This is an optimization exercise on Yosys and OpenROAD, whose aim is small area, a short achievable clock period and few clock cycles per item, not a production implementation. The RTL was checked by simulation tests, not by an equivalence proof against the original design.

[design/flow/run.sh]
#!/bin/bash
# synth_recipe.tcl (not shown) runs the flow's synth.tcl, then flattens the netlist and writes it again
# the make line also repeats each setting of config.mk as NAME=value (left out here)
make -C /OpenROAD-flow-scripts/flow DESIGN_CONFIG=/design/flow/config.mk WORK_HOME=/design/flow/orfs CLKGATE_MAP_FILE= SYNTH_SCRIPT=/design/flow/synth_recipe.tcl finish
[design/flow/config.mk]
export PLATFORM = sky130hd
export DESIGN_NAME = lk7_svf
export DESIGN_NICKNAME = lk7_svf
export VERILOG_FILES = /design/flow/design.v
export SDC_FILE = /design/flow/constraint.sdc
export NUM_CORES = 4
export LEC_CHECK = 0
export CAP_MARGIN = 20
export CORE_MARGIN = 2
export CORE_UTILIZATION = 40
export PLACE_DENSITY = 0.6
export SLEW_MARGIN = 20
[design/flow/constraint.sdc]
create_clock -name core_clock -period 20.0 [get_ports {clk}]
set_input_delay 4.0000 -clock core_clock [delete_from_list [all_inputs] [get_ports {clk}]]
set_output_delay 4.0000 -clock core_clock [all_outputs]
set_load 0.01 [all_outputs]
[design/flow/design.v]
module lk7_svf (
    input  wire        clk,
    input  wire        rst,
    input  wire        in_valid,
    output wire        in_ready,
    input  wire        in_ch,
    input  wire        in_clr,
    input  wire [1:0]  in_mode,
    input  wire [1:0]  in_nsec,
    input  wire [31:0] in_x,
    input  wire [31:0] in_a1,
    input  wire [31:0] in_a2,
    input  wire [31:0] in_a3,
    input  wire [31:0] in_k,
    output wire        out_valid,
    output wire [31:0] out_y
);
    localparam [2:0] S_IDLE = 3'd0,
                     S_P0   = 3'd1,    
                     S_P1   = 3'd2,    
                     S_P2   = 3'd3,    
                     S_P3   = 3'd4,    
                     S_P4   = 3'd5,    
                     S_DONE = 3'd6;
    function [31:0] sat37;
        input signed [36:0] v;
        begin
            if (v > 37'sd2147483647)
                sat37 = 32'h7FFF_FFFF;
            else if (v < -37'sd2147483648)
                sat37 = 32'h8000_0000;
            else
                sat37 = v[31:0];
        end
    endfunction
    function signed [34:0] rnd30;
        input signed [64:0] p;
        reg signed [64:0] t;
        begin
            t = p + 65'sd536870912;
            rnd30 = t[64:30];
        end
    endfunction
    reg [2:0]   state;
    reg         ch_r;
    reg         sec_r;
    reg [1:0]   mode_r;
    reg         two_r;
    reg [31:0]  x_r, a1_r, a2_r, a3_r, k_r;
    reg [31:0]  v3_r, v1_r, v2_r, y_r;
    reg signed [64:0] acc_r;
    reg [127:0] ic1_q;
    reg [127:0] ic2_q;
    wire [1:0]  idx    = {ch_r, sec_r};
    wire [31:0] cur_ic1 = ic1_q[idx*32 +: 32];
    wire [31:0] cur_ic2 = ic2_q[idx*32 +: 32];
    reg  [31:0] mul_a, mul_b;
    always @(*) begin
        case (state)
            S_P0:    begin mul_a = a1_r; mul_b = cur_ic1; end
            S_P1:    begin mul_a = a2_r; mul_b = v3_r;    end
            S_P2:    begin mul_a = a2_r; mul_b = cur_ic1; end
            S_P3:    begin mul_a = a3_r; mul_b = v3_r;    end
            default: begin mul_a = k_r;  mul_b = v1_r;    end
        endcase
    end
    wire signed [63:0] prod = $signed(mul_a) * $signed(mul_b);
    wire signed [64:0] sum  = acc_r + {prod[63], prod};
    wire signed [36:0] x_ext   = {{5{x_r[31]}}, x_r};
    wire signed [36:0] ic1_ext = {{5{cur_ic1[31]}}, cur_ic1};
    wire signed [36:0] ic2_ext = {{5{cur_ic2[31]}}, cur_ic2};
    wire signed [34:0] rsum    = rnd30(sum);
    wire signed [36:0] rsum_ext = {{2{rsum[34]}}, rsum};
    wire [31:0] v3_n = sat37(x_ext - ic2_ext);
    wire [31:0] v1_n = sat37(rsum_ext);
    wire [31:0] v2_n = sat37(ic2_ext + rsum_ext);
    wire signed [36:0] v1_ext = {{5{v1_r[31]}}, v1_r};
    wire signed [36:0] v2_ext = {{5{v2_n[31]}}, v2_n};
    wire signed [36:0] v2r_ext = {{5{v2_r[31]}}, v2_r};
    wire [31:0] ic1_n = sat37((v1_ext <<< 1) - ic1_ext);
    wire [31:0] ic2_n = sat37((v2_ext <<< 1) - ic2_ext);
    wire signed [34:0] kv = rnd30({prod[63], prod});
    wire signed [36:0] kv_ext = {{2{kv[34]}}, kv};
    wire [31:0] hp_n    = sat37(x_ext - kv_ext - v2r_ext);
    wire [31:0] notch_n = sat37(x_ext - kv_ext);
    reg        sec_end;
    reg [31:0] sec_y;
    always @(*) begin
        sec_end = 1'b0;
        sec_y   = v2_n;
        if (state == S_P3 && !mode_r[1]) begin
            sec_end = 1'b1;
            sec_y   = mode_r[0] ? v1_r : v2_n;
        end else if (state == S_P4) begin
            sec_end = 1'b1;
            sec_y   = mode_r[0] ? notch_n : hp_n;
        end
    end
    assign in_ready  = (state == S_IDLE);
    assign out_valid = (state == S_DONE);
    assign out_y     = y_r;
    always @(posedge clk) begin
        if (rst) begin
            state  <= S_IDLE;
            ic1_q  <= 128'd0;
            ic2_q  <= 128'd0;
            ch_r   <= 1'b0;
            sec_r  <= 1'b0;
            mode_r <= 2'd0;
            two_r  <= 1'b0;
            x_r    <= 32'd0;
            a1_r   <= 32'd0;
            a2_r   <= 32'd0;
            a3_r   <= 32'd0;
            k_r    <= 32'd0;
            v3_r   <= 32'd0;
            v1_r   <= 32'd0;
            v2_r   <= 32'd0;
            y_r    <= 32'd0;
            acc_r  <= 65'sd0;
        end else begin
            case (state)
                S_IDLE: begin
                    if (in_valid) begin
                        ch_r   <= in_ch;
                        sec_r  <= 1'b0;
                        mode_r <= in_mode;
                        two_r  <= in_nsec[1];
                        x_r    <= in_x;
                        a1_r   <= in_a1;
                        a2_r   <= in_a2;
                        a3_r   <= in_a3;
                        k_r    <= in_k;
                        if (in_clr) begin
                            ic1_q[{in_ch, 1'b0}*32 +: 32] <= 32'd0;
                            ic1_q[{in_ch, 1'b1}*32 +: 32] <= 32'd0;
                            ic2_q[{in_ch, 1'b0}*32 +: 32] <= 32'd0;
                            ic2_q[{in_ch, 1'b1}*32 +: 32] <= 32'd0;
                        end
                        if (in_nsec == 2'd0) begin
                            y_r   <= in_x;
                            state <= S_DONE;
                        end else begin
                            state <= S_P0;
                        end
                    end
                end
                S_P0: begin
                    v3_r  <= v3_n;
                    acc_r <= {prod[63], prod};
                    state <= S_P1;
                end
                S_P1: begin
                    v1_r  <= v1_n;
                    state <= S_P2;
                end
                S_P2: begin
                    acc_r <= {prod[63], prod};
                    state <= S_P3;
                end
                S_P3: begin
                    v2_r <= v2_n;
                    ic1_q[idx*32 +: 32] <= ic1_n;
                    ic2_q[idx*32 +: 32] <= ic2_n;
                    if (mode_r[1])
                        state <= S_P4;
                end
                S_P4: ;
                default: state <= S_IDLE;    
            endcase
            if (sec_end) begin
                if (two_r && !sec_r) begin
                    x_r   <= sec_y;
                    sec_r <= 1'b1;
                    state <= S_P0;
                end else begin
                    y_r   <= sec_y;
                    state <= S_DONE;
                end
            end
        end
    end
endmodule
==> results.sh <==
export IMPL_place_area_sq_mm=0.08548
export IMPL_start_util_pct=40.19
export IMPL_grt_util_met1_pct=40.88
export IMPL_setup_viol=0
export IMPL_drt_iter0_markers=6840
export IMPL_timing_final_max_slew_violations=0
export IMPL_finalWeightedCongestion=1.010
export IMPL_netlist_area_leader_share_pct=27.20
export IMPL_ys_flop_type="dfxtp_1"
export IMPL_yosys_warnings=1
export IMPL_wirelength_um=315600
export IMPL_finish_utilization_pct=44.38
export IMPL_dpl_hpwl_um=253900
export IMPL_ys_seq_area_share_pct=15.40
export IMPL_path_clk_slew_ns=0.06
export IMPL_cts_root_buffer="clkbuf_16"
export IMPL_rsz0062_at_grt="false"
export IMPL_routedWlPerCell_um=25.63
export IMPL_antenna_found_initial=18
export IMPL_hold_viol=0
export IMPL_die_area_sq_mm=0.2038
export IMPL_syn_nets=11400
export IMPL_cts_max_path_buffers=3
export IMPL_cp_data_arrival_time_ns=19.66
export IMPL_critPathLaunchType="flop"
export IMPL_cts_sinks=616
export IMPL_synth_edf_count=0
export IMPL_worstSetupEndpointType="flop"
export IMPL_critical_path_slowest_cell="a2111oi_0"
export IMPL_synth_area_leader_cell="fa_1"
export IMPL_synth_avg_cell_area_sq_um=8.322
export IMPL_run_status="timing/DRC/antenna clean"
export IMPL_use_met3_pct=5.018
export IMPL_die_width_um=451.4
export IMPL_nNetsFinal=11370
export IMPL_vias=72260
export IMPL_max_freq_ghz=0.05250
export IMPL_vias_per_cell=5.867
export IMPL_ys_seq_elements=616
export IMPL_cp_common_cell="fa_1"
export IMPL_grt_usage_pct=30.30
export IMPL_hold_path_class="reg2reg"
export IMPL_final_layout_size_suffix_gt1_share_pct=7.365
export IMPL_period_needed_ns=19.05
export IMPL_cpPeakStageDelay_ns=0.66
export IMPL_async_reset_ff_share_pct=0
export IMPL_cts_hold_buf=0
export IMPL_max_slew_margin_rel_pct=19.45
export IMPL_netlist_cell_type_count=111
export IMPL_htreeDepth=3
export IMPL_grt_busiest_layer="met2"
export IMPL_die_h_um=451.4
export IMPL_drv_cap=0
export IMPL_fin_area_sq_mm=0.08843
export IMPL_crit_path_max_fanout=54
export IMPL_synth_area_sq_mm=0.08007
export IMPL_met2_usage_pct=47.85
export IMPL_port_buffers=202
export IMPL_core_area_sq_mm=0.1992
export IMPL_fin_setup_tns_ns=0
export IMPL_netlist_top_cells_area="fa_1 27%, dfxtp_1 15%, ha_1 8.1%, nand2_1 5.7%, inv_1 5.6%"
export IMPL_grt_pass1_vias=71650
export IMPL_area_delta_synth_final_pct=10.44
export IMPL_rows=164
export IMPL_grt_pass1_wl_um=463500
export IMPL_clock_skew_ns=0.05290
export IMPL_drc_errors=0
export IMPL_worstSetupPathType="reg2reg"
export IMPL_tightest_slew_ns=1.201
export IMPL_cts_tree="done"
export IMPL_holdWs_ns=0.4533
export IMPL_io_pins=203
export IMPL_cp_required_ns=20.61
export IMPL_numCtsBuffers=77
export IMPL_ant_nets=0
export IMPL_dr_pass1_iters=6
export IMPL_grt_remaining_overflow=0
export IMPL_grt_max_degree=115
export IMPL_timing_final_crit_share_pct=95.24
export IMPL_syn_inst=9621
export IMPL_clock_latency_ns=0.74
[critical path, delay by kind of cell (launching register included)]
family / cells / cell delay (ns)
XOR/XNOR: 3 / 1.01
flip-flops: 1 / 0.53
buffers and inverters: 11 / 1.80
multiplexers: 2 / 0.93
AND/OR/NAND/NOR: 17 / 3.83
AO/OA/AOI/OAI: 20 / 4.77
adder cells (fa/ha/maj): 13 / 5.85
[timing repair]
action                     in CTS  in global routing
resized for setup               0                 15
buffers inserted                0                  3
setup endpoints to repair       0                124
[per-stage QoR]
stage | std cells | setup WS, ns
2_1_floorplan | 9621 | 2.491
3_3_place_gp | 12170 | 0.7220
3_5_place_dp | 12170 | 0.5921
4_1_cts | 12310 | 0.4981
5_1_grt | 12310 | 0.02956
6_report | 12320 | 0.9520
[sequential cells by signal (all words and copies together) (netlist names), 2 cells and up]
signal  flops
y_r        32
v2_r       32
v1_r       32
acc_r      64
mode_r      2
state       3
a2_r       32
a1_r       32
ic2_q     128
x_r        32
a3_r       32
k_r        32
v3_r       32
ic1_q     128
[path summary, 6_finish.rpt]
check | from | to | slack, ns | cells past startpoint
worst min-delay path | a3_r[23] | a3_r[23] | 0.45 | 2
worst min register to register | a3_r[23] | a3_r[23] | 0.45 | 2
worst max-delay path | state[0] | ic2_q[34] | 0.95 | 66
worst max register to register | state[0] | ic2_q[34] | 0.95 | 66
[cell families after synthesis]
| logic type | share of synthesized area [%] |
|---|---|
| xor+xnor | 3.319 |
| buf+inv | 8.335 |
| simple gates | 16.42 |
| mux | 3.567 |
| compound gates | 17.68 |
| fa+ha+maj | 35.28 |
| flops | 15.40 |
[cell usage in the layout, fill, tap and decap left out, types with 82 or more instances in the layout]
master           instances
a211oi_1               146
nand3_1                 82
a21oi_1                766
inv_1                 1189
o21ai_0                252
buf_4                  220
clkdlybuf4s50_1        201
nand2b_1                96
a21o_1                 183
dfxtp_1                611
fa_1                  1087
nand2_1               1215
ha_1                   517
nor2_1                1114
xor2_1                  99
a221oi_1               160
nor3_1                  97
xnor2_1                195
mux2i_1                 90
[synth_stat cells (all sizes together) (155+ instances only)]
cell type and count:
a21o 184, nand2 1222, a211oi 155, a221oi 180, nor2 1128, ha 517
xnor2 199, dfxtp 616, inv 1189, clkbuf 423, o21ai 284, a21oi 777
fa 1088
[layout make-up]
cell class              count  area (sq um)
diodes                      6         15.01
clock buffers             102          2203
clock inverters            34         553.0
fillers                 19750        110800
inverters                1191          4471
multi-input cells        7271         61510
flip-flops and latches    616         12350
well taps                2656          3323
repair buffers            440          4003
[layer usage]
layer,wire [um],share of wire [%],vias up
met4,15450,4.9,14
met5,101,0.032,-
met3,26010,8.2,652
met1,130100,41,36570
li1,-,-,31970
met2,144000,46,3050
Testbench counts, summed over its fixed seeds: cycles 84,357, items 9,600.

## re-timing with driven ports
How much do the figures lean on ideal ports? The routed layout below was timed once more, with nothing changed but the port constraints. Step 1, drivers: a clkbuf_16 drives clk and a buf_2 each remaining input, both assumed. Step 2 times the ports against the registers' clock, not the clock port: input delays grow and output delays shrink by t, the midpoint of the rising clock arrivals with the driver on. Three values: ideal, step 1, step 2; two values: the first two.
t (ns): 0.798
slack for setup (ns): 0.952 / 0.952 / 0.952
hold slack, ns: 0.453 / 0.453 / 0.453
latest minus earliest clock arrival (ns): 0.053 / 0.054
worst register clock-pin slew, ns: 0.08 / 0.08
After both steps setup and hold are still met in this run. The setup slack of this run moves by 0.000 ns with the drivers and by 0.000 ns with both steps.
